This is an optimization exercise on Yosys and OpenROAD, whose aim is small area, a short achievable clock period and few clock cycles, not a production implementation. In this exercise RTL edits were held to simulation tests only and were not proved equivalent to the original. Power figures rest on the tool's default switching activity, not on a simulated workload.

==> flow/design.v, too long to show whole: its modules and the start of the top module <==
// module crc_unit: 611 lines
// module crc_block: 254 lines
module crc_block (
    input  wire        clk,
    input  wire        rst_n,
    input  wire        bus_valid,
    input  wire        bus_write,
    input  wire [11:0] bus_addr,
    input  wire [1:0]  bus_size,
    input  wire [31:0] bus_wdata,
    output wire        bus_ready,
    output reg         bus_rvalid,
    output wire [31:0] bus_rdata,
    output wire        irq_crc
);
  // ...
==> flow/run.sh <==
#!/bin/bash
# synth_recipe.tcl (not shown) runs the flow's synth.tcl, then flattens the netlist and writes it again
# the make line also repeats each setting of config.mk as NAME=value (left out here)
make -C /OpenROAD-flow-scripts/flow DESIGN_CONFIG=/design/flow/config.mk WORK_HOME=/design/flow/orfs CLKGATE_MAP_FILE= SYNTH_SCRIPT=/design/flow/synth_recipe.tcl finish
==> flow/config.mk <==
export PLATFORM = sky130hd
export DESIGN_NAME = crc_block
export DESIGN_NICKNAME = crc_block
export VERILOG_FILES = /design/flow/design.v
export SDC_FILE = /design/flow/constraint.sdc
export NUM_CORES = 4
export LEC_CHECK = 0
export CAP_MARGIN = 30
export CORE_MARGIN = 2
export CORE_UTILIZATION = 30
export PLACE_DENSITY = 0.5
export SLEW_MARGIN = 40
==> flow/constraint.sdc <==
create_clock -name core_clock -period 14.0 [get_ports {clk}]
set_input_delay 2.8000 -clock core_clock [delete_from_list [all_inputs] [get_ports {clk}]]
set_output_delay 2.8000 -clock core_clock [all_outputs]
set_load 0.01 [all_outputs]
==> flow_summary_export.csv, run 1 <==
group,metric,value,unit
run_status,status,"timing/DRC/antenna clean",
cts,clk_pin_slew_worst_paths,0.06,ns
grt,grt-ovfl-total,0,
final_layout,largest_class,"multi-input combinational cells",
final_layout,final_common_cell,"nand2_1",
worst_hold_path,hold_class,"flip-flop to flip-flop",
final_layout,multi_input_area_share,0.612,
placement,globalplace.congestion,1.06,
sta,hold_violations,0,
grt,grt_usage,0.299,
final_layout,largest_reg_flops,256,
grt,grt_pass1_vias,46200,
power_and_ir_drop,swShare,0.379,
grt,grtUsageMet1,0.387,
worst_setup_path,cp-start-kind,"flip-flop",
power_and_ir_drop,p_int,4.61,mW
final_layout,synthToLayoutAreaGrowth,13.1,%
cts,root_buffer,"clkbuf_16",
sta,fin_ws,5.28,ns
logic_synthesis,synthMuxAreaShare,0.0870,
logic_synthesis,synth-seq-cells,777,
sta,worst_pin_slew,0.995,ns
sta,fin_tns_setup,0,ns
sta,relSlewSlack,0.336,
logic_synthesis,synth.top_cells.by_area,"dfxtp_1, xnor3_1, xnor2_1",
Testbench counts, summed over its fixed seeds: cycles 7,521.
==> module crc_block, before the edit <==
module crc_block (
    input  wire        clk,
    input  wire        rst_n,
    input  wire        bus_valid,
    input  wire        bus_write,
    input  wire [11:0] bus_addr,
    input  wire [1:0]  bus_size,
    input  wire [31:0] bus_wdata,
    output wire        bus_ready,
    output reg         bus_rvalid,
    output wire [31:0] bus_rdata,
    output wire        irq_crc
);
    wire [9:0] waddr = bus_addr[11:2];
    wire       unit_page = (waddr[9:4] == 6'h04);
    wire [11:0] dec;
    assign dec[0]  = (waddr == 10'h000);                  
    assign dec[1]  = (waddr == 10'h001);                  
    assign dec[2]  = (waddr == 10'h002);                  
    assign dec[3]  = unit_page && waddr[3:0] == 4'h0;     
    assign dec[4]  = unit_page && waddr[3:0] == 4'h1;     
    assign dec[5]  = unit_page && waddr[3:0] == 4'h2;     
    assign dec[6]  = unit_page && waddr[3:0] == 4'h3;     
    assign dec[7]  = unit_page && waddr[3:0] == 4'h4;     
    assign dec[8]  = unit_page && waddr[3:0] == 4'h5;     
    assign dec[9]  = unit_page && waddr[3:0] == 4'h6;     
    assign dec[10] = unit_page && waddr[3:0] == 4'h7;     
    assign dec[11] = unit_page && waddr[3:0] == 4'h8;     
    reg         p_half;      
    wire        take = bus_valid && !p_half;
    assign bus_ready = !p_half;
    reg         p_wr, p_rd;
    reg  [11:0] p_dec;
    reg  [1:0]  p_size;
    reg  [31:0] p_wdata;
    always @(posedge clk) begin
        p_dec   <= dec;
        p_size  <= bus_size;
        p_wdata <= bus_wdata;
        if (!rst_n) begin
            p_wr       <= 1'b0;
            p_rd       <= 1'b0;
            p_half     <= 1'b0;
            bus_rvalid <= 1'b0;
        end else begin
            p_wr       <= take && bus_write;
            p_rd       <= take && !bus_write;
            p_half     <= take && bus_write && dec[7] && bus_size == 2'd1;
            bus_rvalid <= take && !bus_write;
        end
    end
    wire w_sel   = p_wr && p_dec[0];
    wire w_err   = p_wr && p_dec[1];
    wire w_done  = p_wr && p_dec[2];
    wire w_cfg   = p_wr && p_dec[3];
    wire w_ctx   = p_wr && p_dec[4];
    wire w_start = p_wr && p_dec[5];
    wire w_count = p_wr && p_dec[6];
    wire w_data  = p_wr && p_dec[7];
    wire w_vlo   = p_wr && p_dec[8];
    wire w_vhi   = p_wr && p_dec[9];
    wire r_vlo   = p_rd && p_dec[8];
    wire r_rlo   = p_rd && p_dec[10];
    reg  [1:0]  sel;
    reg         err_range;
    reg  [3:0]  done;
    reg  [31:0] val_hi_copy;
    reg  [31:0] res_hi_copy;
    reg         pend;        
    reg  [7:0]  pend_byte;
    wire [3:0]  u_xo, u_io, u_rf, u_en;
    wire [2:0]  u_poly [0:3];
    wire [2:0]  u_act  [0:3];
    wire [31:0] u_ctx  [0:3];
    wire [23:0] u_cnt  [0:3];
    wire [63:0] u_val  [0:3];
    wire [31:0] u_stg  [0:3];
    wire        c_xo   = u_xo[sel];
    wire        c_io   = u_io[sel];
    wire        c_rf   = u_rf[sel];
    wire        c_en   = u_en[sel];
    wire [2:0]  c_poly = u_poly[sel];
    wire [2:0]  c_act  = u_act[sel];
    wire [31:0] c_ctx  = u_ctx[sel];
    wire [23:0] c_cnt  = u_cnt[sel];
    wire [63:0] c_val  = u_val[sel];
    wire [31:0] c_stg  = u_stg[sel];
    wire a8  = (c_act == 3'd0);
    wire a16 = (c_act == 3'd1);
    wire a64 = c_act[2];
    wire a32 = !a8 && !a16 && !a64;
    wire [63:0] act_mask = a8  ? 64'h0000_0000_0000_00FF :
                           a16 ? 64'h0000_0000_0000_FFFF :
                           a32 ? 64'h0000_0000_FFFF_FFFF : 64'hFFFF_FFFF_FFFF_FFFF;
    function [7:0] rev8(input [7:0] a);
        integer i;
        for (i = 0; i < 8; i = i + 1) rev8[i] = a[7-i];
    endfunction
    function [15:0] rev16(input [15:0] a);
        integer i;
        for (i = 0; i < 16; i = i + 1) rev16[i] = a[15-i];
    endfunction
    function [31:0] rev32(input [31:0] a);
        integer i;
        for (i = 0; i < 32; i = i + 1) rev32[i] = a[31-i];
    endfunction
    function [63:0] rev64(input [63:0] a);
        integer i;
        for (i = 0; i < 64; i = i + 1) rev64[i] = a[63-i];
    endfunction
    wire [63:0] c_val_rev = a8  ? {56'd0, rev8(c_val[7:0])} :
                            a16 ? {48'd0, rev16(c_val[15:0])} :
                            a32 ? {32'd0, rev32(c_val[31:0])} : rev64(c_val);
    wire [63:0] vin  = c_rf ? c_val : c_val_rev;
    wire [31:0] dw   = c_rf ? p_wdata : {rev8(p_wdata[31:24]), rev8(p_wdata[23:16]),
                                         rev8(p_wdata[15:8]),  rev8(p_wdata[7:0])};
    wire [7:0]  fb   = pend ? pend_byte : p_wdata[7:0];
    wire [7:0]  db   = c_rf ? fb : rev8(fb);
    wire [63:0] x4   = vin ^ {32'd0, dw};
    wire [63:0] x1   = vin ^ {56'd0, db};
    wire [7:0]  y4_0, y1_0;
    wire [15:0] y4_1, y1_1;
    wire [31:0] y4_2, y1_2, y4_3, y1_3;
    wire [63:0] y4_4, y1_4;
    crc_unit u_eng (
        .x4(x4), .x1(x1),
        .y4_0(y4_0), .y4_1(y4_1), .y4_2(y4_2), .y4_3(y4_3), .y4_4(y4_4),
        .y1_0(y1_0), .y1_1(y1_1), .y1_2(y1_2), .y1_3(y1_3), .y1_4(y1_4)
    );
    wire        word = !pend && p_size[1];
    wire [7:0]  f0 = word ? y4_0 : y1_0;
    wire [15:0] f1 = word ? y4_1 : y1_1;
    wire [31:0] f2 = word ? y4_2 : y1_2;
    wire [31:0] f3 = word ? y4_3 : y1_3;
    wire [63:0] f4 = word ? y4_4 : y1_4;
    reg  [63:0] folded;
    always @* begin
        case (c_act)
            3'd0:    folded = {56'd0, c_rf ? f0 : rev8(f0)};
            3'd1:    folded = {48'd0, c_rf ? f1 : rev16(f1)};
            3'd2:    folded = {32'd0, c_rf ? f2 : rev32(f2)};
            3'd3:    folded = {32'd0, c_rf ? f3 : rev32(f3)};
            default: folded = c_rf ? f4 : rev64(f4);
        endcase
    end
    wire [2:0]  nbytes    = (p_size == 2'd0) ? 3'd1 : (p_size == 2'd1) ? 3'd2 : 3'd4;
    wire        data_over = c_en && ({21'd0, nbytes} > c_cnt);
    wire        data_ok   = w_data && !data_over;
    wire        done_set  = data_ok && c_en && (c_cnt == {21'd0, nbytes});
    wire        fold_now  = data_ok || pend;
    wire        cfg_bad = p_wdata[2:0] > 3'd4;
    wire        sel_bad = p_wdata[31:2] != 30'd0;
    wire        lo_bad  = !a64 && ((p_wdata & ~act_mask[31:0]) != 32'd0);
    wire        hi_bad  = !a64 && (p_wdata != 32'd0);
    wire        range   = (w_sel && sel_bad) || (w_cfg && cfg_bad) || (w_data && data_over) ||
                          (w_vlo && lo_bad) || (w_vhi && hi_bad);
    reg  [63:0] start_mask;
    always @* begin
        case (c_poly)
            3'd0:    start_mask = 64'h0000_0000_0000_00FF;
            3'd1:    start_mask = 64'h0000_0000_0000_FFFF;
            3'd2,
            3'd3:    start_mask = 64'h0000_0000_FFFF_FFFF;
            default: start_mask = 64'hFFFF_FFFF_FFFF_FFFF;
        endcase
    end
    wire [63:0] start_value = ((c_io ? start_mask : 64'd0) ^ {32'd0, c_ctx}) & start_mask;
    wire        do_start = w_start && p_wdata[0];
    wire        do_vlo   = w_vlo && !a64 && !lo_bad;
    wire        do_vhi   = w_vhi && a64;
    wire        val_we   = do_start || do_vlo || do_vhi || fold_now;
    wire [63:0] val_new  = fold_now ? folded :
                           do_start ? start_value :
                           do_vhi   ? {p_wdata, c_stg} : {32'd0, p_wdata};
    wire        cnt_we   = w_count || (data_ok && c_en);
    wire [23:0] cnt_new  = w_count ? p_wdata[23:0] : c_cnt - {21'd0, nbytes};
    wire        en_new   = w_count ? p_wdata[31] : !done_set;
    genvar k;
    generate
        for (k = 0; k < 4; k = k + 1) begin : g_unit
            wire here = (sel == k);
            reg        xo, io, rf, en;
            reg [2:0]  poly, act;
            reg [31:0] ctx, stg;
            reg [23:0] cnt;
            reg [63:0] val;
            always @(posedge clk) begin
                if (!rst_n) begin
                    xo <= 1'b1; io <= 1'b1; rf <= 1'b1; poly <= 3'd3; act <= 3'd3;
                    ctx <= 32'd0; en <= 1'b0; cnt <= 24'd0; val <= 64'd0; stg <= 32'd0;
                end else if (here) begin
                    if (w_cfg && !cfg_bad) begin
                        xo <= p_wdata[6]; io <= p_wdata[5]; rf <= p_wdata[4]; poly <= p_wdata[2:0];
                    end
                    if (w_ctx)
                        ctx <= p_wdata;
                    if (do_start)
                        act <= poly;
                    if (cnt_we) begin
                        cnt <= cnt_new;
                        en  <= en_new;
                    end
                    if (w_vlo && a64)
                        stg <= p_wdata;
                    if (val_we)
                        val <= val_new;
                end
            end
            assign u_xo[k] = xo;  assign u_io[k] = io;  assign u_rf[k] = rf;  assign u_en[k] = en;
            assign u_poly[k] = poly;  assign u_act[k] = act;  assign u_ctx[k] = ctx;
            assign u_cnt[k] = cnt;  assign u_val[k] = val;  assign u_stg[k] = stg;
        end
    endgenerate
    wire [3:0] done_nxt = (done & ~(w_done ? p_wdata[3:0] : 4'd0)) |
                          (done_set ? (4'd1 << sel) : 4'd0);
    assign irq_crc = |done_nxt;
    wire [63:0] c_res = c_val ^ (c_xo ? act_mask : 64'd0);
    always @(posedge clk) begin
        if (!rst_n) begin
            sel         <= 2'd0;
            err_range   <= 1'b0;
            done        <= 4'd0;
            val_hi_copy <= 32'd0;
            res_hi_copy <= 32'd0;
            pend        <= 1'b0;
            pend_byte   <= 8'd0;
        end else begin
            if (w_sel && !sel_bad)
                sel <= p_wdata[1:0];
            if (range)
                err_range <= 1'b1;
            else if (w_err && p_wdata[0])
                err_range <= 1'b0;
            done <= done_nxt;
            if (r_vlo)
                val_hi_copy <= c_val[63:32];
            if (r_rlo)
                res_hi_copy <= c_res[63:32];
            pend      <= data_ok && p_size == 2'd1;
            pend_byte <= p_wdata[15:8];
        end
    end
    assign bus_rdata =
        ({32{p_dec[0]}}  & {30'd0, sel}) |
        ({32{p_dec[1]}}  & {31'd0, err_range}) |
        ({32{p_dec[2]}}  & {28'd0, done}) |
        ({32{p_dec[3]}}  & {25'd0, c_xo, c_io, c_rf, 1'b0, c_poly}) |
        ({32{p_dec[4]}}  & c_ctx) |
        ({32{p_dec[6]}}  & {c_en, 7'd0, c_cnt}) |
        ({32{p_dec[8]}}  & c_val[31:0]) |
        ({32{p_dec[9]}}  & val_hi_copy) |
        ({32{p_dec[10]}} & c_res[31:0]) |
        ({32{p_dec[11]}} & res_hi_copy);
endmodule
==> run 2, diff against run 1 <==
--- a/flow/design.v
+++ b/flow/design.v
@@ -622,8 +622,8 @@
     output wire [31:0] bus_rdata,
     output wire        irq_crc
 );
-    wire [9:0] waddr = bus_addr[11:2];
-    wire       unit_page = (waddr[9:4] == 6'h04);
+    wire [9:0]  waddr = bus_addr[11:2];
+    wire        unit_page = (waddr[9:4] == 6'h04);
     wire [11:0] dec;
     assign dec[0]  = (waddr == 10'h000);                  
     assign dec[1]  = (waddr == 10'h001);                  
@@ -672,63 +672,61 @@
     wire w_vhi   = p_wr && p_dec[9];
     wire r_vlo   = p_rd && p_dec[8];
     wire r_rlo   = p_rd && p_dec[10];
-    reg  [1:0]  sel;
-    reg         err_range;
-    reg  [3:0]  done;
-    reg  [31:0] val_hi_copy;
-    reg  [31:0] res_hi_copy;
-    reg         pend;        
-    reg  [7:0]  pend_byte;
-    wire [3:0]  u_xo, u_io, u_rf, u_en;
-    wire [2:0]  u_poly [0:3];
-    wire [2:0]  u_act  [0:3];
-    wire [31:0] u_ctx  [0:3];
-    wire [23:0] u_cnt  [0:3];
-    wire [63:0] u_val  [0:3];
-    wire [31:0] u_stg  [0:3];
-    wire        c_xo   = u_xo[sel];
-    wire        c_io   = u_io[sel];
-    wire        c_rf   = u_rf[sel];
-    wire        c_en   = u_en[sel];
-    wire [2:0]  c_poly = u_poly[sel];
-    wire [2:0]  c_act  = u_act[sel];
-    wire [31:0] c_ctx  = u_ctx[sel];
-    wire [23:0] c_cnt  = u_cnt[sel];
-    wire [63:0] c_val  = u_val[sel];
-    wire [31:0] c_stg  = u_stg[sel];
-    wire a8  = (c_act == 3'd0);
-    wire a16 = (c_act == 3'd1);
-    wire a64 = c_act[2];
-    wire a32 = !a8 && !a16 && !a64;
-    wire [63:0] act_mask = a8  ? 64'h0000_0000_0000_00FF :
-                           a16 ? 64'h0000_0000_0000_FFFF :
-                           a32 ? 64'h0000_0000_FFFF_FFFF : 64'hFFFF_FFFF_FFFF_FFFF;
     function [7:0] rev8(input [7:0] a);
         integer i;
         for (i = 0; i < 8; i = i + 1) rev8[i] = a[7-i];
     endfunction
-    function [15:0] rev16(input [15:0] a);
-        integer i;
-        for (i = 0; i < 16; i = i + 1) rev16[i] = a[15-i];
-    endfunction
-    function [31:0] rev32(input [31:0] a);
+    function [63:0] revw(input [2:0] p, input [63:0] a);
         integer i;
-        for (i = 0; i < 32; i = i + 1) rev32[i] = a[31-i];
+        begin
+            revw = 64'd0;
+            case (p)
+                3'd0:       for (i = 0; i < 8;  i = i + 1) revw[i] = a[7-i];
+                3'd1:       for (i = 0; i < 16; i = i + 1) revw[i] = a[15-i];
+                3'd2, 3'd3: for (i = 0; i < 32; i = i + 1) revw[i] = a[31-i];
+                default:    for (i = 0; i < 64; i = i + 1) revw[i] = a[63-i];
+            endcase
+        end
     endfunction
-    function [63:0] rev64(input [63:0] a);
-        integer i;
-        for (i = 0; i < 64; i = i + 1) rev64[i] = a[63-i];
+    function [63:0] wmask(input [2:0] p);
+        case (p)
+            3'd0:       wmask = 64'h0000_0000_0000_00FF;
+            3'd1:       wmask = 64'h0000_0000_0000_FFFF;
+            3'd2, 3'd3: wmask = 64'h0000_0000_FFFF_FFFF;
+            default:    wmask = 64'hFFFF_FFFF_FFFF_FFFF;
+        endcase
     endfunction
-    wire [63:0] c_val_rev = a8  ? {56'd0, rev8(c_val[7:0])} :
-                            a16 ? {48'd0, rev16(c_val[15:0])} :
-                            a32 ? {32'd0, rev32(c_val[31:0])} : rev64(c_val);
-    wire [63:0] vin  = c_rf ? c_val : c_val_rev;
-    wire [31:0] dw   = c_rf ? p_wdata : {rev8(p_wdata[31:24]), rev8(p_wdata[23:16]),
-                                         rev8(p_wdata[15:8]),  rev8(p_wdata[7:0])};
-    wire [7:0]  fb   = pend ? pend_byte : p_wdata[7:0];
-    wire [7:0]  db   = c_rf ? fb : rev8(fb);
-    wire [63:0] x4   = vin ^ {32'd0, dw};
-    wire [63:0] x1   = vin ^ {56'd0, db};
+    reg  [1:0]  sel;
+    reg  [1:0]  slot_of0, slot_of1, slot_of2, slot_of3;   
+    reg         err_range;
+    reg  [3:0]  done;
+    reg  [31:0] val_hi_copy;
+    reg  [31:0] res_hi_copy;
+    reg         pend;            
+    reg  [7:0]  pend_byte;
+    reg         a_xo, a_io, a_rf, a_en;
+    reg  [2:0]  a_poly, a_act;
+    reg  [31:0] a_ctx, a_stg;
+    reg  [23:0] a_cnt;
+    reg  [63:0] a_val;           
+    wire        s_xo [0:2], s_io [0:2], s_rf [0:2], s_en [0:2];
+    wire [2:0]  s_poly [0:2], s_act [0:2];
+    wire [31:0] s_ctx [0:2], s_stg [0:2];
+    wire [23:0] s_cnt [0:2];
+    wire [63:0] s_val [0:2];
+    wire a8  = (a_act == 3'd0);
+    wire a16 = (a_act == 3'd1);
+    wire a64 = a_act[2];
+    wire [63:0] act_mask = wmask(a_act);
+    wire [63:0] val_rev  = revw(a_act, a_val);
+    wire [63:0] val_true = a_rf ? a_val : val_rev;
+    wire [63:0] res_true = val_true ^ (a_xo ? act_mask : 64'd0);
+    wire [31:0] dw  = a_rf ? p_wdata : {rev8(p_wdata[31:24]), rev8(p_wdata[23:16]),
+                                        rev8(p_wdata[15:8]),  rev8(p_wdata[7:0])};
+    wire [7:0]  fb  = pend ? pend_byte : p_wdata[7:0];
+    wire [7:0]  db  = a_rf ? fb : rev8(fb);
+    wire [63:0] x4  = a_val ^ {32'd0, dw};
+    wire [63:0] x1  = a_val ^ {56'd0, db};
     wire [7:0]  y4_0, y1_0;
     wire [15:0] y4_1, y1_1;
     wire [31:0] y4_2, y1_2, y4_3, y1_3;
@@ -739,25 +737,20 @@
         .y1_0(y1_0), .y1_1(y1_1), .y1_2(y1_2), .y1_3(y1_3), .y1_4(y1_4)
     );
     wire        word = !pend && p_size[1];
-    wire [7:0]  f0 = word ? y4_0 : y1_0;
-    wire [15:0] f1 = word ? y4_1 : y1_1;
-    wire [31:0] f2 = word ? y4_2 : y1_2;
-    wire [31:0] f3 = word ? y4_3 : y1_3;
-    wire [63:0] f4 = word ? y4_4 : y1_4;
     reg  [63:0] folded;
     always @* begin
-        case (c_act)
-            3'd0:    folded = {56'd0, c_rf ? f0 : rev8(f0)};
-            3'd1:    folded = {48'd0, c_rf ? f1 : rev16(f1)};
-            3'd2:    folded = {32'd0, c_rf ? f2 : rev32(f2)};
-            3'd3:    folded = {32'd0, c_rf ? f3 : rev32(f3)};
-            default: folded = c_rf ? f4 : rev64(f4);
+        case (a_act)
+            3'd0:    folded = {56'd0, word ? y4_0 : y1_0};
+            3'd1:    folded = {48'd0, word ? y4_1 : y1_1};
+            3'd2:    folded = {32'd0, word ? y4_2 : y1_2};
+            3'd3:    folded = {32'd0, word ? y4_3 : y1_3};
+            default: folded = word ? y4_4 : y1_4;
         endcase
     end
     wire [2:0]  nbytes    = (p_size == 2'd0) ? 3'd1 : (p_size == 2'd1) ? 3'd2 : 3'd4;
-    wire        data_over = c_en && ({21'd0, nbytes} > c_cnt);
+    wire        data_over = a_en && ({21'd0, nbytes} > a_cnt);
     wire        data_ok   = w_data && !data_over;
-    wire        done_set  = data_ok && c_en && (c_cnt == {21'd0, nbytes});
+    wire        done_set  = data_ok && a_en && (a_cnt == {21'd0, nbytes});
     wire        fold_now  = data_ok || pend;
     wire        cfg_bad = p_wdata[2:0] > 3'd4;
     wire        sel_bad = p_wdata[31:2] != 30'd0;
@@ -765,31 +758,58 @@
     wire        hi_bad  = !a64 && (p_wdata != 32'd0);
     wire        range   = (w_sel && sel_bad) || (w_cfg && cfg_bad) || (w_data && data_over) ||
                           (w_vlo && lo_bad) || (w_vhi && hi_bad);
-    reg  [63:0] start_mask;
-    always @* begin
-        case (c_poly)
-            3'd0:    start_mask = 64'h0000_0000_0000_00FF;
-            3'd1:    start_mask = 64'h0000_0000_0000_FFFF;
-            3'd2,
-            3'd3:    start_mask = 64'h0000_0000_FFFF_FFFF;
-            default: start_mask = 64'hFFFF_FFFF_FFFF_FFFF;
-        endcase
-    end
-    wire [63:0] start_value = ((c_io ? start_mask : 64'd0) ^ {32'd0, c_ctx}) & start_mask;
+    wire        do_cfg   = w_cfg && !cfg_bad;
+    wire        do_flip  = do_cfg && (p_wdata[4] != a_rf);
     wire        do_start = w_start && p_wdata[0];
     wire        do_vlo   = w_vlo && !a64 && !lo_bad;
     wire        do_vhi   = w_vhi && a64;
-    wire        val_we   = do_start || do_vlo || do_vhi || fold_now;
-    wire [63:0] val_new  = fold_now ? folded :
-                           do_start ? start_value :
-                           do_vhi   ? {p_wdata, c_stg} : {32'd0, p_wdata};
-    wire        cnt_we   = w_count || (data_ok && c_en);
-    wire [23:0] cnt_new  = w_count ? p_wdata[23:0] : c_cnt - {21'd0, nbytes};
-    wire        en_new   = w_count ? p_wdata[31] : !done_set;
-    genvar k;
+    wire        do_swap  = w_sel && !sel_bad && (p_wdata[1:0] != sel);
+    wire [63:0] start_mask = wmask(a_poly);
+    wire [63:0] wr_true = do_start ? ({32'd0, a_ctx} & start_mask) :
+                          do_vhi   ? {p_wdata, a_stg} : {32'd0, p_wdata};
+    wire [2:0]  wr_poly = do_start ? a_poly : a_act;
+    wire [63:0] wr_eng  = (a_rf ? wr_true : revw(wr_poly, wr_true)) ^
+                          ((do_start && a_io) ? start_mask : 64'd0);
+    wire [1:0]  to_slot = (p_wdata[1:0] == 2'd0) ? slot_of0 : (p_wdata[1:0] == 2'd1) ? slot_of1 :
+                          (p_wdata[1:0] == 2'd2) ? slot_of2 : slot_of3;
+    always @(posedge clk) begin
+        if (!rst_n) begin
+            a_xo <= 1'b1; a_io <= 1'b1; a_rf <= 1'b1; a_poly <= 3'd3; a_act <= 3'd3;
+            a_ctx <= 32'd0; a_en <= 1'b0; a_cnt <= 24'd0; a_val <= 64'd0; a_stg <= 32'd0;
+        end else if (do_swap) begin
+            a_xo <= s_xo[to_slot]; a_io <= s_io[to_slot]; a_rf <= s_rf[to_slot];
+            a_poly <= s_poly[to_slot]; a_act <= s_act[to_slot]; a_ctx <= s_ctx[to_slot];
+            a_en <= s_en[to_slot]; a_cnt <= s_cnt[to_slot]; a_val <= s_val[to_slot];
+            a_stg <= s_stg[to_slot];
+        end else begin
+            if (do_cfg) begin
+                a_xo <= p_wdata[6]; a_io <= p_wdata[5]; a_rf <= p_wdata[4]; a_poly <= p_wdata[2:0];
+            end
+            if (w_ctx)
+                a_ctx <= p_wdata;
+            if (do_start)
+                a_act <= a_poly;
+            if (w_count) begin
+                a_en  <= p_wdata[31];
+                a_cnt <= p_wdata[23:0];
+            end else if (data_ok && a_en) begin
+                a_cnt <= a_cnt - {21'd0, nbytes};
+                if (done_set)
+                    a_en <= 1'b0;
+            end
+            if (w_vlo && a64)
+                a_stg <= p_wdata;
+            if (fold_now)
+                a_val <= folded;
+            else if (do_flip)
+                a_val <= val_rev;
+            else if (do_start || do_vlo || do_vhi)
+                a_val <= wr_eng;
+        end
+    end
+    genvar g;
     generate
-        for (k = 0; k < 4; k = k + 1) begin : g_unit
-            wire here = (sel == k);
+        for (g = 0; g < 3; g = g + 1) begin : g_slot
             reg        xo, io, rf, en;
             reg [2:0]  poly, act;
             reg [31:0] ctx, stg;
@@ -799,36 +819,26 @@
                 if (!rst_n) begin
                     xo <= 1'b1; io <= 1'b1; rf <= 1'b1; poly <= 3'd3; act <= 3'd3;
                     ctx <= 32'd0; en <= 1'b0; cnt <= 24'd0; val <= 64'd0; stg <= 32'd0;
-                end else if (here) begin
-                    if (w_cfg && !cfg_bad) begin
-                        xo <= p_wdata[6]; io <= p_wdata[5]; rf <= p_wdata[4]; poly <= p_wdata[2:0];
-                    end
-                    if (w_ctx)
-                        ctx <= p_wdata;
-                    if (do_start)
-                        act <= poly;
-                    if (cnt_we) begin
-                        cnt <= cnt_new;
-                        en  <= en_new;
-                    end
-                    if (w_vlo && a64)
-                        stg <= p_wdata;
-                    if (val_we)
-                        val <= val_new;
+                end else if (do_swap && to_slot == g) begin
+                    xo <= a_xo; io <= a_io; rf <= a_rf; poly <= a_poly; act <= a_act;
+                    ctx <= a_ctx; en <= a_en; cnt <= a_cnt; val <= a_val; stg <= a_stg;
                 end
             end
-            assign u_xo[k] = xo;  assign u_io[k] = io;  assign u_rf[k] = rf;  assign u_en[k] = en;
-            assign u_poly[k] = poly;  assign u_act[k] = act;  assign u_ctx[k] = ctx;
-            assign u_cnt[k] = cnt;  assign u_val[k] = val;  assign u_stg[k] = stg;
+            assign s_xo[g] = xo;  assign s_io[g] = io;  assign s_rf[g] = rf;  assign s_en[g] = en;
+            assign s_poly[g] = poly;  assign s_act[g] = act;  assign s_ctx[g] = ctx;
+            assign s_stg[g] = stg;  assign s_cnt[g] = cnt;  assign s_val[g] = val;
         end
     endgenerate
     wire [3:0] done_nxt = (done & ~(w_done ? p_wdata[3:0] : 4'd0)) |
                           (done_set ? (4'd1 << sel) : 4'd0);
     assign irq_crc = |done_nxt;
-    wire [63:0] c_res = c_val ^ (c_xo ? act_mask : 64'd0);
     always @(posedge clk) begin
         if (!rst_n) begin
             sel         <= 2'd0;
+            slot_of0    <= 2'd0;
+            slot_of1    <= 2'd0;
+            slot_of2    <= 2'd1;
+            slot_of3    <= 2'd2;
             err_range   <= 1'b0;
             done        <= 4'd0;
             val_hi_copy <= 32'd0;
@@ -836,17 +846,24 @@
             pend        <= 1'b0;
             pend_byte   <= 8'd0;
         end else begin
-            if (w_sel && !sel_bad)
-                sel <= p_wdata[1:0];
+            if (do_swap) begin
+                sel            <= p_wdata[1:0];
+                case (sel)
+                    2'd0: slot_of0 <= to_slot;
+                    2'd1: slot_of1 <= to_slot;
+                    2'd2: slot_of2 <= to_slot;
+                    default: slot_of3 <= to_slot;
+                endcase
+            end
             if (range)
                 err_range <= 1'b1;
             else if (w_err && p_wdata[0])
                 err_range <= 1'b0;
             done <= done_nxt;
             if (r_vlo)
-                val_hi_copy <= c_val[63:32];
+                val_hi_copy <= val_true[63:32];
             if (r_rlo)
-                res_hi_copy <= c_res[63:32];
+                res_hi_copy <= res_true[63:32];
             pend      <= data_ok && p_size == 2'd1;
             pend_byte <= p_wdata[15:8];
         end
@@ -855,11 +872,11 @@
         ({32{p_dec[0]}}  & {30'd0, sel}) |
         ({32{p_dec[1]}}  & {31'd0, err_range}) |
         ({32{p_dec[2]}}  & {28'd0, done}) |
-        ({32{p_dec[3]}}  & {25'd0, c_xo, c_io, c_rf, 1'b0, c_poly}) |
-        ({32{p_dec[4]}}  & c_ctx) |
-        ({32{p_dec[6]}}  & {c_en, 7'd0, c_cnt}) |
-        ({32{p_dec[8]}}  & c_val[31:0]) |
+        ({32{p_dec[3]}}  & {25'd0, a_xo, a_io, a_rf, 1'b0, a_poly}) |
+        ({32{p_dec[4]}}  & a_ctx) |
+        ({32{p_dec[6]}}  & {a_en, 7'd0, a_cnt}) |
+        ({32{p_dec[8]}}  & val_true[31:0]) |
         ({32{p_dec[9]}}  & val_hi_copy) |
-        ({32{p_dec[10]}} & c_res[31:0]) |
+        ({32{p_dec[10]}} & res_true[31:0]) |
         ({32{p_dec[11]}} & res_hi_copy);
 endmodule
==> flow_summary_export.csv, run 2 <==
group,metric,value,unit
run_status,status,"timing/DRC/antenna clean",
cts,cts_buffer_depth,3,
logic_synthesis,netlist.area_leader.share,0.293,
grt,grt_max_degree,209,
final_layout,nNetsFinal,6543,
worst_hold_path,holdPathEnd,"g_slot[0].val[0]$_SDFFE_PN0P_",
cts,htree_num_levels,3,
worst_setup_path,r2r-start,"a_rf$_SDFFE_PN1P_",
final_layout,final_common_cell,"nand2_1",
die,core,0.178,mm^2
final_layout,synthToLayoutAreaGrowth,13.2,%
logic_synthesis,ys_warn_count,1,
cts,postCtsHoldBufs,0,
power_and_ir_drop,cellLeakagePower,21.4,nW
logic_synthesis,synth-seq-cells,785,
logic_synthesis,avgSynthCellArea,7.98,um^2
worst_setup_path,critical_path.top_delay_family,"buffers and inverters",
logic_synthesis,yosysTopAreaCell,"dfxtp_1",
logic_synthesis,synth_flop_cell,"dfxtp_1",
worst_setup_path,rr_worst_depth,13,
sta,fin_tns_setup,0,ns
drt,drt_wl_total,275000,um
final_layout,final_cell_mix,"nand2_1, dfxtp_1, xnor2_1",
sta,hold_violations,0,
final_layout,largest_reg_flops,192,
worst_setup_path,critPathMaxStageDelay,0.65,ns
cts,cts_tree,"built",
worst_setup_path,r2r-end,"a_val[12]$_SDFFE_PN0P_",
placement,port_buffers,82,
drt,ant_nets,0,
logic_synthesis,ys_types,81,
power_and_ir_drop,irDropWorstVdd,0.115,mV
die,dieArea,0.182,mm^2
drt,drt_iter0_drc,7001,
logic_synthesis,yosysMostFrequentCell,"nand2_1",
drt,wl_per_cell,30.9,um
worst_setup_path,cp_num_buf_inv,2,
cts,root_buffer,"clkbuf_16",
placement,dpl_cell_area,0.0574,mm^2
logic_synthesis,syn_nets,6772,
power_and_ir_drop,power,7.12,mW
cts,cts_sinks,785,
cts,clk_latency,0.73,ns
sta,finalCritPeriodShare,0.500,
worst_setup_path,crit_path_end_kind,"primary output",
grt,antenna_found_initial,10,
die,ios,85,
final_layout,reg_top3,"g_slot.val (192), g_slot.ctx (96), g_slot.stg (96)",
logic_synthesis,async_reset_ff_frac,0,
die,die_h,427,um
worst_setup_path,crit_type,"flip-flop to primary output",
logic_synthesis,synthMuxAreaShare,0.0258,
grt,grt_pass1_wl,381000,um
die,initial_utilization,0.301,
sta,fin_skew,0.0418,ns
worst_setup_path,slowest_stage,"clkdlybuf4s50_1",
logic_synthesis,synth_fa_ha_area_frac,0.00178,
worst_setup_path,path_max_fanout,46,
drt,dr_total_vias,50900,
final_layout,fin_area,0.0606,mm^2
final_layout,final_core_util,0.341,
sta,finalSetupViolations,0,
worst_setup_path,crit_chain,"buf_4, nor2b_2, a22oi_1, o21ai_0, mux2i_1, xor2_1, nand2_1, o2111ai_1, clkdlybuf4s50_1",
worst_setup_path,startpoint,"a_act[1]$_SDFF_PN1_",
cts,clk_pin_slew_worst_paths,0.06,ns
drt,drt_pass1_iterations,8,
sta,relSlewSlack,0.310,
logic_synthesis,syn_inst,6715,
die,fp-row-count,155,
worst_setup_path,reg2reg_slack,7.58,ns
placement,hpwl,189000,um
worst_hold_path,min_path_cells,2,
placement,globalplace.congestion,1.04,
drt,drc,0,
logic_synthesis,synth-simple-area-share,0.153,
cts,cts_made_buffers,91,
die,die_w,427,um
logic_synthesis,synth_top_family_by_area,"XOR/XNOR gates",
sta,layout_min_cycle_time,6.99,ns
worst_setup_path,cp.required,11.20,ns
power_and_ir_drop,p_per_area,117,mW/mm^2
cts,cts_setup_buffers,0,
cts,postCtsResizedCells,0,
logic_synthesis,synthesis.area,0.0536,mm^2
sta,fmax,0.143,GHz
worst_setup_path,cp.arrival,4.19,ns
worst_hold_path,hold_class,"flip-flop to flip-flop",
sta,finalMaxSlewViolations,0,
worst_hold_path,hold_start,"g_slot[0].val[0]$_SDFFE_PN0P_",
grt,grt_pass1_vias,46800,
logic_synthesis,synth_xor_area_frac,0.240,
grt,grt-ovfl-total,0,
sta,worst_pin_slew,1.02,ns
logic_synthesis,synth.top_cells.by_area,"dfxtp_1, xnor2_1, nand2_1",
logic_synthesis,synthTopCellsByCount,"nand2_1, xnor2_1, dfxtp_1, clkbuf_1, a21boi_0",
flow_run,max-cap-violations,0,
logic_synthesis,ys_seq_area_frac,0.293,
drt,vias_per_cell,5.71,
worst_setup_path,cp-start-kind,"flip-flop",
grt,grt_usage,0.293,
final_layout,drive_gt1_frac,0.0921,
logic_synthesis,synth_compound_area_frac,0.238,
logic_synthesis,synth_edf_count,0,
sta,rsz0062_at_grt,"no",
final_layout,largest-register,"g_slot.val",
## run 2: layout make-up
cell class	instances	area [um^2]
multi-input combinational	5264	36000
antenna	2	5.00
inverter	12	46.3
timing repair buffer	332	2860
tap	2355	2950
clock inverter	24	293
fill	18600	117000
sequential	785	15700
clock buffer	140	2800
## run 2: worst max path at each step
stage | to | depth (start not counted)
after global routing | bus_rdata[12] | 7
after global placement | bus_rdata[13] | 7
after detailed placement | bus_rdata[9] | 7
after CTS | bus_rdata[9] | 7
after floorplan | bus_rdata[29] | 10
final | bus_rdata[14] | 9
## run 2: layer usage
layer | part of all wire | wire length, um | global-route usage
met2 | 0.43 | 117000 | 0.441
met4 | 0.067 | 18400 | 0.162
met3 | 0.097 | 26600 | 0.0652
met5 | 0.00013 | 37 | 0
met1 | 0.41 | 113000 | 0.388
## run 2: worst min-delay path, delay by kind of cell, from the launching register on
family	cells	cell delay, ns
compound gates	1	0.06
simple gates	1	0.05
flops	1	0.30
## run 2: stage by stage
step | cells | hold WS, ns | setup slack, ns
global route | 8912 | 0.479 | 6.92
finish | 8914 | 0.459 | 7.01
global placement | 8743 | 0.449 | 7.51
CTS | 8910 | 0.464 | 6.98
floorplan | 6715 | 0.421 | 8.87
detailed placement | 8746 | 0.453 | 7.73
## run 2: cell families (layout without fill, tap and decap cells)
kind of cell | count (synthesis) | after routing
AND/OR/NAND/NOR | 2006 | 2006
AO/OA/AOI/OAI | 1889 | 1889
XOR/XNOR | 1242 | 1242
flip-flops | 785 | 785
buffers and inverters | 666 | 508
multiplexers | 120 | 120
adder cells (fa/ha/maj) | 7 | 7
other | 0 | 2
## run 2: report_power, final
part	total (mW)	internal [mW]	leakage (nW)	switching, mW
clock network	2.47	1.43	1.52	1.04
logic	2.40	0.833	13.5	1.57
registers	2.25	2.24	6.34	0.00612
Testbench counts of run 2, summed over its fixed seeds: cycles 7,521.
==> run 3, diff against run 2 <==
--- a/flow/design.v
+++ b/flow/design.v
@@ -642,12 +642,22 @@
     assign bus_ready = !p_half;
     reg         p_wr, p_rd;
     reg  [11:0] p_dec;
-    reg  [1:0]  p_size;
     reg  [31:0] p_wdata;
+    reg         p_n1, p_n2, p_n4;      
+    reg         p_sel_ok;    
+    reg         p_cfg_ok;    
+    reg         p_z8, p_z16, p_z32;    
     always @(posedge clk) begin
-        p_dec   <= dec;
-        p_size  <= bus_size;
-        p_wdata <= bus_wdata;
+        p_dec    <= dec;
+        p_wdata  <= bus_wdata;
+        p_n1     <= bus_size == 2'd0;
+        p_n2     <= bus_size == 2'd1;
+        p_n4     <= bus_size[1];
+        p_sel_ok <= bus_wdata[31:2] == 30'd0;
+        p_cfg_ok <= bus_wdata[2:0] <= 3'd4;
+        p_z8     <= bus_wdata[31:8] == 24'd0;
+        p_z16    <= bus_wdata[31:16] == 16'd0;
+        p_z32    <= bus_wdata == 32'd0;
         if (!rst_n) begin
             p_wr       <= 1'b0;
             p_rd       <= 1'b0;
@@ -697,7 +707,7 @@
         endcase
     endfunction
     reg  [1:0]  sel;
-    reg  [1:0]  slot_of0, slot_of1, slot_of2, slot_of3;   
+    reg  [2:0]  loc0, loc1, loc2, loc3;   
     reg         err_range;
     reg  [3:0]  done;
     reg  [31:0] val_hi_copy;
@@ -709,6 +719,10 @@
     reg  [31:0] a_ctx, a_stg;
     reg  [23:0] a_cnt;
     reg  [63:0] a_val;           
+    reg  [4:0]  f_rv;    
+    reg  [3:0]  f_xm;    
+    reg         f_chz;   
+    reg         f_nrf;   
     wire        s_xo [0:2], s_io [0:2], s_rf [0:2], s_en [0:2];
     wire [2:0]  s_poly [0:2], s_act [0:2];
     wire [31:0] s_ctx [0:2], s_stg [0:2];
@@ -717,14 +731,23 @@
     wire a8  = (a_act == 3'd0);
     wire a16 = (a_act == 3'd1);
     wire a64 = a_act[2];
-    wire [63:0] act_mask = wmask(a_act);
-    wire [63:0] val_rev  = revw(a_act, a_val);
-    wire [63:0] val_true = a_rf ? a_val : val_rev;
-    wire [63:0] res_true = val_true ^ (a_xo ? act_mask : 64'd0);
-    wire [31:0] dw  = a_rf ? p_wdata : {rev8(p_wdata[31:24]), rev8(p_wdata[23:16]),
-                                        rev8(p_wdata[15:8]),  rev8(p_wdata[7:0])};
+    reg  [63:0] val_true, res_true;
+    integer b;
+    always @* begin
+        for (b = 0; b < 64; b = b + 1) begin
+            val_true[b] = (f_rv[0] & a_val[b]) |
+                          (b < 8  ? f_rv[1] & a_val[7-b]  : 1'b0) |
+                          (b < 16 ? f_rv[2] & a_val[15-b] : 1'b0) |
+                          (b < 32 ? f_rv[3] & a_val[31-b] : 1'b0) |
+                          (f_rv[4] & a_val[63-b]);
+            res_true[b] = val_true[b] ^ (b < 8 ? f_xm[0] : b < 16 ? f_xm[1] :
+                                         b < 32 ? f_xm[2] : f_xm[3]);
+        end
+    end
+    wire [31:0] dw  = f_nrf ? {rev8(p_wdata[31:24]), rev8(p_wdata[23:16]),
+                               rev8(p_wdata[15:8]),  rev8(p_wdata[7:0])} : p_wdata;
     wire [7:0]  fb  = pend ? pend_byte : p_wdata[7:0];
-    wire [7:0]  db  = a_rf ? fb : rev8(fb);
+    wire [7:0]  db  = f_nrf ? rev8(fb) : fb;
     wire [63:0] x4  = a_val ^ {32'd0, dw};
     wire [63:0] x1  = a_val ^ {56'd0, db};
     wire [7:0]  y4_0, y1_0;
@@ -736,26 +759,31 @@
         .y4_0(y4_0), .y4_1(y4_1), .y4_2(y4_2), .y4_3(y4_3), .y4_4(y4_4),
         .y1_0(y1_0), .y1_1(y1_1), .y1_2(y1_2), .y1_3(y1_3), .y1_4(y1_4)
     );
-    wire        word = !pend && p_size[1];
-    reg  [63:0] folded;
-    always @* begin
-        case (a_act)
-            3'd0:    folded = {56'd0, word ? y4_0 : y1_0};
-            3'd1:    folded = {48'd0, word ? y4_1 : y1_1};
-            3'd2:    folded = {32'd0, word ? y4_2 : y1_2};
-            3'd3:    folded = {32'd0, word ? y4_3 : y1_3};
-            default: folded = word ? y4_4 : y1_4;
-        endcase
-    end
-    wire [2:0]  nbytes    = (p_size == 2'd0) ? 3'd1 : (p_size == 2'd1) ? 3'd2 : 3'd4;
-    wire        data_over = a_en && ({21'd0, nbytes} > a_cnt);
+    wire        c_lt   = f_chz && ((p_n1 && a_cnt[2:0] == 3'd0) ||
+                                   (p_n2 && a_cnt[2:1] == 2'd0) ||
+                                   (p_n4 && a_cnt[2] == 1'b0));
+    wire        c_eq   = f_chz && ((p_n1 && a_cnt[2:0] == 3'd1) ||
+                                   (p_n2 && a_cnt[2:0] == 3'd2) ||
+                                   (p_n4 && a_cnt[2:0] == 3'd4));
+    wire [2:0]  nbytes    = p_n1 ? 3'd1 : p_n2 ? 3'd2 : 3'd4;
+    wire        data_over = a_en && c_lt;
     wire        data_ok   = w_data && !data_over;
-    wire        done_set  = data_ok && a_en && (a_cnt == {21'd0, nbytes});
-    wire        fold_now  = data_ok || pend;
-    wire        cfg_bad = p_wdata[2:0] > 3'd4;
-    wire        sel_bad = p_wdata[31:2] != 30'd0;
-    wire        lo_bad  = !a64 && ((p_wdata & ~act_mask[31:0]) != 32'd0);
-    wire        hi_bad  = !a64 && (p_wdata != 32'd0);
+    wire        done_set  = w_data && a_en && c_eq;
+    wire        fold_now  = rst_n && (data_ok || pend);
+    wire        word      = !pend && p_n4;
+    wire [4:0]  pa = {a_act == 3'd4, a_act == 3'd3, a_act == 3'd2, a_act == 3'd1, a_act == 3'd0};
+    wire [4:0]  s4 = pa & {5{fold_now &&  word}};
+    wire [4:0]  s1 = pa & {5{fold_now && !word}};
+    wire [63:0] folded =
+        ({64{s4[0]}} & {56'd0, y4_0}) | ({64{s1[0]}} & {56'd0, y1_0}) |
+        ({64{s4[1]}} & {48'd0, y4_1}) | ({64{s1[1]}} & {48'd0, y1_1}) |
+        ({64{s4[2]}} & {32'd0, y4_2}) | ({64{s1[2]}} & {32'd0, y1_2}) |
+        ({64{s4[3]}} & {32'd0, y4_3}) | ({64{s1[3]}} & {32'd0, y1_3}) |
+        ({64{s4[4]}} & y4_4)          | ({64{s1[4]}} & y1_4);
+    wire        cfg_bad = !p_cfg_ok;
+    wire        sel_bad = !p_sel_ok;
+    wire        lo_bad  = (a8 && !p_z8) || (a16 && !p_z16);
+    wire        hi_bad  = !a64 && !p_z32;
     wire        range   = (w_sel && sel_bad) || (w_cfg && cfg_bad) || (w_data && data_over) ||
                           (w_vlo && lo_bad) || (w_vhi && hi_bad);
     wire        do_cfg   = w_cfg && !cfg_bad;
@@ -770,43 +798,65 @@
     wire [2:0]  wr_poly = do_start ? a_poly : a_act;
     wire [63:0] wr_eng  = (a_rf ? wr_true : revw(wr_poly, wr_true)) ^
                           ((do_start && a_io) ? start_mask : 64'd0);
-    wire [1:0]  to_slot = (p_wdata[1:0] == 2'd0) ? slot_of0 : (p_wdata[1:0] == 2'd1) ? slot_of1 :
-                          (p_wdata[1:0] == 2'd2) ? slot_of2 : slot_of3;
-    always @(posedge clk) begin
+    wire [2:0]  to_slot = (p_wdata[1:0] == 2'd0) ? loc0 : (p_wdata[1:0] == 2'd1) ? loc1 :
+                          (p_wdata[1:0] == 2'd2) ? loc2 : loc3;
+    function [161:0] pick(input [2:0] oh, input [161:0] a, input [161:0] b, input [161:0] c);
+        pick = ({162{oh[0]}} & a) | ({162{oh[1]}} & b) | ({162{oh[2]}} & c);
+    endfunction
+    wire [161:0] s_all0 = {s_xo[0], s_io[0], s_rf[0], s_poly[0], s_act[0], s_ctx[0], s_en[0], s_cnt[0], s_val[0], s_stg[0]};
+    wire [161:0] s_all1 = {s_xo[1], s_io[1], s_rf[1], s_poly[1], s_act[1], s_ctx[1], s_en[1], s_cnt[1], s_val[1], s_stg[1]};
+    wire [161:0] s_all2 = {s_xo[2], s_io[2], s_rf[2], s_poly[2], s_act[2], s_ctx[2], s_en[2], s_cnt[2], s_val[2], s_stg[2]};
+    wire [161:0] s_in   = pick(to_slot, s_all0, s_all1, s_all2);
+    reg         n_xo, n_io, n_rf, n_en;
+    reg  [2:0]  n_poly, n_act;
+    reg  [31:0] n_ctx, n_stg;
+    reg  [23:0] n_cnt;
+    reg  [63:0] n_val;
+    always @* begin
+        {n_xo, n_io, n_rf, n_poly, n_act, n_ctx, n_en, n_cnt, n_val, n_stg} =
+            {a_xo, a_io, a_rf, a_poly, a_act, a_ctx, a_en, a_cnt, a_val, a_stg};
         if (!rst_n) begin
-            a_xo <= 1'b1; a_io <= 1'b1; a_rf <= 1'b1; a_poly <= 3'd3; a_act <= 3'd3;
-            a_ctx <= 32'd0; a_en <= 1'b0; a_cnt <= 24'd0; a_val <= 64'd0; a_stg <= 32'd0;
+            {n_xo, n_io, n_rf, n_poly, n_act} = {1'b1, 1'b1, 1'b1, 3'd3, 3'd3};
+            {n_ctx, n_en, n_cnt, n_val, n_stg} = {32'd0, 1'b0, 24'd0, 64'd0, 32'd0};
         end else if (do_swap) begin
-            a_xo <= s_xo[to_slot]; a_io <= s_io[to_slot]; a_rf <= s_rf[to_slot];
-            a_poly <= s_poly[to_slot]; a_act <= s_act[to_slot]; a_ctx <= s_ctx[to_slot];
-            a_en <= s_en[to_slot]; a_cnt <= s_cnt[to_slot]; a_val <= s_val[to_slot];
-            a_stg <= s_stg[to_slot];
+            {n_xo, n_io, n_rf, n_poly, n_act, n_ctx, n_en, n_cnt, n_val, n_stg} = s_in;
         end else begin
             if (do_cfg) begin
-                a_xo <= p_wdata[6]; a_io <= p_wdata[5]; a_rf <= p_wdata[4]; a_poly <= p_wdata[2:0];
+                n_xo = p_wdata[6]; n_io = p_wdata[5]; n_rf = p_wdata[4]; n_poly = p_wdata[2:0];
             end
             if (w_ctx)
-                a_ctx <= p_wdata;
+                n_ctx = p_wdata;
             if (do_start)
-                a_act <= a_poly;
+                n_act = a_poly;
             if (w_count) begin
-                a_en  <= p_wdata[31];
-                a_cnt <= p_wdata[23:0];
+                n_en  = p_wdata[31];
+                n_cnt = p_wdata[23:0];
             end else if (data_ok && a_en) begin
-                a_cnt <= a_cnt - {21'd0, nbytes};
+                n_cnt = a_cnt - {21'd0, nbytes};
                 if (done_set)
-                    a_en <= 1'b0;
+                    n_en = 1'b0;
             end
             if (w_vlo && a64)
-                a_stg <= p_wdata;
-            if (fold_now)
-                a_val <= folded;
-            else if (do_flip)
-                a_val <= val_rev;
+                n_stg = p_wdata;
+            if (do_flip)
+                n_val = revw(a_act, a_val);
             else if (do_start || do_vlo || do_vhi)
-                a_val <= wr_eng;
+                n_val = wr_eng;
         end
     end
+    wire n8  = (n_act == 3'd0);
+    wire n16 = (n_act == 3'd1);
+    wire n32 = (n_act == 3'd2) || (n_act == 3'd3);
+    wire n64 = n_act[2];
+    always @(posedge clk) begin
+        {a_xo, a_io, a_rf, a_poly, a_act, a_ctx, a_en, a_cnt, a_stg} <=
+            {n_xo, n_io, n_rf, n_poly, n_act, n_ctx, n_en, n_cnt, n_stg};
+        a_val <= fold_now ? folded : n_val;
+        f_rv  <= {!n_rf && n64, !n_rf && n32, !n_rf && n16, !n_rf && n8, n_rf};
+        f_xm  <= {n_xo && n64, n_xo && (n32 || n64), n_xo && !n8, n_xo};
+        f_chz <= n_cnt[23:3] == 21'd0;
+        f_nrf <= !n_rf;
+    end
     genvar g;
     generate
         for (g = 0; g < 3; g = g + 1) begin : g_slot
@@ -819,7 +869,7 @@
                 if (!rst_n) begin
                     xo <= 1'b1; io <= 1'b1; rf <= 1'b1; poly <= 3'd3; act <= 3'd3;
                     ctx <= 32'd0; en <= 1'b0; cnt <= 24'd0; val <= 64'd0; stg <= 32'd0;
-                end else if (do_swap && to_slot == g) begin
+                end else if (do_swap && to_slot[g]) begin
                     xo <= a_xo; io <= a_io; rf <= a_rf; poly <= a_poly; act <= a_act;
                     ctx <= a_ctx; en <= a_en; cnt <= a_cnt; val <= a_val; stg <= a_stg;
                 end
@@ -829,16 +879,15 @@
             assign s_stg[g] = stg;  assign s_cnt[g] = cnt;  assign s_val[g] = val;
         end
     endgenerate
-    wire [3:0] done_nxt = (done & ~(w_done ? p_wdata[3:0] : 4'd0)) |
-                          (done_set ? (4'd1 << sel) : 4'd0);
-    assign irq_crc = |done_nxt;
+    wire [3:0] done_kept = done & ~(w_done ? p_wdata[3:0] : 4'd0);
+    assign irq_crc = (|done_kept) || done_set;
     always @(posedge clk) begin
         if (!rst_n) begin
             sel         <= 2'd0;
-            slot_of0    <= 2'd0;
-            slot_of1    <= 2'd0;
-            slot_of2    <= 2'd1;
-            slot_of3    <= 2'd2;
+            loc0        <= 3'b001;
+            loc1        <= 3'b001;
+            loc2        <= 3'b010;
+            loc3        <= 3'b100;
             err_range   <= 1'b0;
             done        <= 4'd0;
             val_hi_copy <= 32'd0;
@@ -847,24 +896,24 @@
             pend_byte   <= 8'd0;
         end else begin
             if (do_swap) begin
-                sel            <= p_wdata[1:0];
+                sel <= p_wdata[1:0];
                 case (sel)
-                    2'd0: slot_of0 <= to_slot;
-                    2'd1: slot_of1 <= to_slot;
-                    2'd2: slot_of2 <= to_slot;
-                    default: slot_of3 <= to_slot;
+                    2'd0: loc0 <= to_slot;
+                    2'd1: loc1 <= to_slot;
+                    2'd2: loc2 <= to_slot;
+                    default: loc3 <= to_slot;
                 endcase
             end
             if (range)
                 err_range <= 1'b1;
             else if (w_err && p_wdata[0])
                 err_range <= 1'b0;
-            done <= done_nxt;
+            done <= done_kept | (done_set ? (4'd1 << sel) : 4'd0);
             if (r_vlo)
                 val_hi_copy <= val_true[63:32];
             if (r_rlo)
                 res_hi_copy <= res_true[63:32];
-            pend      <= data_ok && p_size == 2'd1;
+            pend      <= data_ok && p_n2;
             pend_byte <= p_wdata[15:8];
         end
     end
==> flow_summary_export.csv, run 3 <==
group,metric,value,unit
run_status,status,"timing/DRC/antenna clean",
cts,htree_num_levels,3,
logic_synthesis,synthesis.area,0.0527,mm^2
die,initial_utilization,0.302,
cts,root_buffer,"clkbuf_16",
final_layout,synthToLayoutAreaGrowth,13.9,%
power_and_ir_drop,cellLeakagePower,20.5,nW
final_layout,reg_top3,"g_slot.val (192), g_slot.ctx (96), g_slot.stg (96)",
worst_setup_path,cp.required,11.20,ns
logic_synthesis,ys_seq_area_frac,0.318,
final_layout,nNetsFinal,6133,
sta,finalMaxSlewViolations,0,
sta,finalCritPeriodShare,0.468,
sta,fmax,0.152,GHz
sta,relSlewSlack,0.304,
power_and_ir_drop,switching_power,4.17,mW
worst_setup_path,crit_type,"flip-flop to primary output",
final_layout,drive_gt1_frac,0.103,
power_and_ir_drop,sequentialPowerShare,0.242,
final_layout,largest_reg_flops,192,
cts,cts_buffer_depth,3,
sta,fin_skew,0.0443,ns
logic_synthesis,synth-seq-cells,804,
sta,fin_tns_setup,0,ns
die,die_w,423,um
worst_hold_path,hold_class,"flip-flop to flip-flop",
cts,postCtsResizedCells,0,
drt,drt_iter0_drc,6718,
power_and_ir_drop,irDropWorstVdd,0.0975,mV
grt,grt_pass1_wl,376000,um
die,dieArea,0.179,mm^2
die,core,0.174,mm^2
flow_run,max-cap-violations,0,
placement,port_buffers,82,
die,die_h,423,um
power_and_ir_drop,p_per_area,163,mW/mm^2
final_layout,fill_cells,18100,
sta,fin_ws,7.44,ns
cts,cts_sinks,804,
drt,wl_per_cell,32.2,um
placement,globalplace.congestion,0.993,
grt,grt_usage,0.294,
grt,grt_pass1_vias,45600,
die,ios,85,
sta,worst_pin_slew,1.03,ns
logic_synthesis,ys_warn_count,1,
drt,dr_total_vias,49300,
cts,cts_made_buffers,94,
drt,vias_per_cell,5.81,
worst_setup_path,crit_path_end_kind,"primary output",
logic_synthesis,syn_nets,6303,
final_layout,final_common_cell,"nand2_1",
logic_synthesis,async_reset_ff_frac,0,
cts,postCtsHoldBufs,0,
cts,cts_setup_buffers,0,
worst_setup_path,cp-start-kind,"flip-flop",
logic_synthesis,yosysMostFrequentCell,"nand2_1",
drt,drt_pass1_iterations,14,
worst_setup_path,cp.arrival,3.76,ns
logic_synthesis,synth.top_cells.by_area,"dfxtp_1, xnor2_1, nand2_1",
worst_setup_path,cp_num_buf_inv,3,
sta,rsz0062_at_grt,"no",
power_and_ir_drop,swShare,0.428,
worst_setup_path,slowest_stage,"o211ai_1",
worst_setup_path,crit_chain,"buf_4, clkinv_1, o211ai_1, clkdlybuf4s50_1",
logic_synthesis,netlist.area_leader.share,0.281,
cts,cts_tree,"built",
cts,clk_pin_slew_worst_paths,0.06,ns
worst_setup_path,path_max_fanout,20,
placement,hpwl,189000,um
logic_synthesis,synth_edf_count,64,
grt,grt_max_degree,130,
power_and_ir_drop,clockPowerShare,0.270,
placement,dp_slack,7.95,ns
logic_synthesis,synth_flop_cell,"dfxtp_1",
logic_synthesis,ys_types,84,
placement,dpl_cell_area,0.0566,mm^2
worst_setup_path,critical_path.top_delay_family,"buffers and inverters",
power_and_ir_drop,p_int,5.58,mW
sta,finalSetupViolations,0,
final_layout,largest-register,"g_slot.val",
logic_synthesis,avgSynthCellArea,8.43,um^2
drt,drc,0,
die,fp-row-count,153,
grt,grt-ovfl-total,0,
drt,ant_nets,0,
power_and_ir_drop,combPwrFrac,0.488,
cts,clk_latency,0.74,ns
logic_synthesis,synthTopCellsByCount,"nand2_1, xnor2_1, dfxtp_1, clkbuf_1, a21boi_0",
drt,drt_wl_total,273000,um
worst_setup_path,critPathMaxStageDelay,1.00,ns
sta,timing.hold.ws,0.425,ns
final_layout,fin_area,0.0600,mm^2
final_layout,final_cell_mix,"nand2_1, xnor2_1, dfxtp_1",
logic_synthesis,yosysTopAreaCell,"dfxtp_1",
grt,antenna_found_initial,9,
sta,hold_violations,0,
sta,layout_min_cycle_time,6.56,ns
logic_synthesis,syn_inst,6249,
[run 3: cell types whose count changed in the layout (fill, tap and decap cells not counted), sizes merged, moves of 26 or more]
cell	change
dfxtp	-45
nand3	+26
a21oi	-266
nor2	-217
a222oi	+118
o21ai	-116
xnor3	-27
edfxtp	+64
[run 3: per-layer routing]
layer	global-route usage	up-vias	wire [um]
met4	0.173	6	18200
met3	0.0575	685	24200
met2	0.452	2856	120000
met5	0	-	48
li1	-	21400	-
met1	0.380	24300	111000
[run 3: kinds of logic (layout without fill, tap and decap cells)]
family	Yosys count	in the layout	share of synthesized area
flops	804	804	0.318
xor+xnor	1214	1214	0.234
mux	108	108	0.0244
compound gates	1628	1628	0.227
buf+inv	635	542	0.0481
other cells	0	6	0
fa+ha+maj	4	4	0.00109
simple gates	1856	1856	0.148
[run 3: through the flow]
| stage | utilization | std cells | power, mW |
|---|---|---|---|
| 2_1_floorplan | - | 6249 | 5.19 |
| 3_3_place_gp | 0.323 | 8299 | 7.00 |
| 3_5_place_dp | 0.325 | 8307 | 6.95 |
| 4_1_cts | 0.344 | 8480 | 9.61 |
| 5_1_grt | 0.344 | 8481 | 9.92 |
| 6_report | 0.344 | 8487 | 9.75 |
[run 3: power groups by stage]
stage          Sequential [mW]  Combinational, mW  Clock (mW)
2_1_floorplan             2.40               2.79           0
3_3_place_gp              2.40               4.60           0
3_5_place_dp              2.40               4.55           0
4_1_cts                   2.35               4.59        2.67
5_1_grt                   2.35               4.81        2.76
6_report                  2.35               4.76        2.63
[run 3: final timing paths]
| path | start | endpoint | slack, ns | cells past startpoint |
|---|---|---|---|---|
| hold reg to reg | p_half$_SDFF_PN0_ | bus_rvalid$_SDFF_PN0_ | 0.42 | 1 |
| setup reg to reg | f_nrf$_DFF_P_ | a_val[9]$_DFFE_PP_ | 8.49 | 11 |
| setup / recovery | p_dec[8]$_DFF_P_ | bus_rdata[24] | 7.44 | 4 |
| hold / removal | p_half$_SDFF_PN0_ | bus_rvalid$_SDFF_PN0_ | 0.42 | 1 |
[run 3: worst register-to-register path, cell delays in order (launching register included)]
cell and delay, ns:
dfxtp_2 0.32, buf_6 0.52, mux2i_1 0.76, xnor2_2 0.18, buf_4 0.37, xor2_4 0.70
xnor2_4 0.43, xor2_1 0.77, xnor2_1 0.31, o22ai_1 0.16, a211oi_1 0.60, nand2_1 0.11
[run 3: cell type report]
type | count | area [um^2] | area share
sequential | 804 | 16800 | 0.279
antenna | 6 | 15.0 | 0.000250
inverter | 13 | 48.8 | 0.000814
multi-input combinational | 4810 | 34000 | 0.567
clock buffer | 147 | 2940 | 0.0490
timing repair buffer | 356 | 2950 | 0.0491
tap | 2325 | 2910 | 0.0485
clock inverter | 26 | 355 | 0.00592
Testbench counts of run 3, summed over its fixed seeds: cycles 7,521.

re-timing with driven ports:
In the flow no input, the clock included, has a driving cell. The finished layouts below were timed again as built, in two steps. Step 1, drivers: a clkbuf_16 drives clk and a buf_2 each remaining input, both assumed. Step 2 also shifts input and output timing later by t, the mid clock arrival at the registers, as if the neighbouring blocks saw the same clock. Slacks: ideal ports / drivers / drivers and shift; pairs: ideal ports / drivers.
run | t, ns | slack for setup (ns) | hold WS [ns] | latest minus earliest clock arrival (ns) | worst data-port slew with drivers (ns)
run 1 | 0.773 | 5.276 / 5.193 / 5.480 | 0.453 / 0.453 / 0.453 | 0.066 / 0.066 | 0.08
run 2 | 0.786 | 7.005 / 6.930 / 7.576 | 0.459 / 0.459 / 0.459 | 0.043 / 0.043 | 0.06
run 3 | 0.792 | 7.442 / 7.369 / 7.863 | 0.425 / 0.425 / 0.425 | 0.048 / 0.048 | 0.06
After both steps every run listed still meets setup and hold.
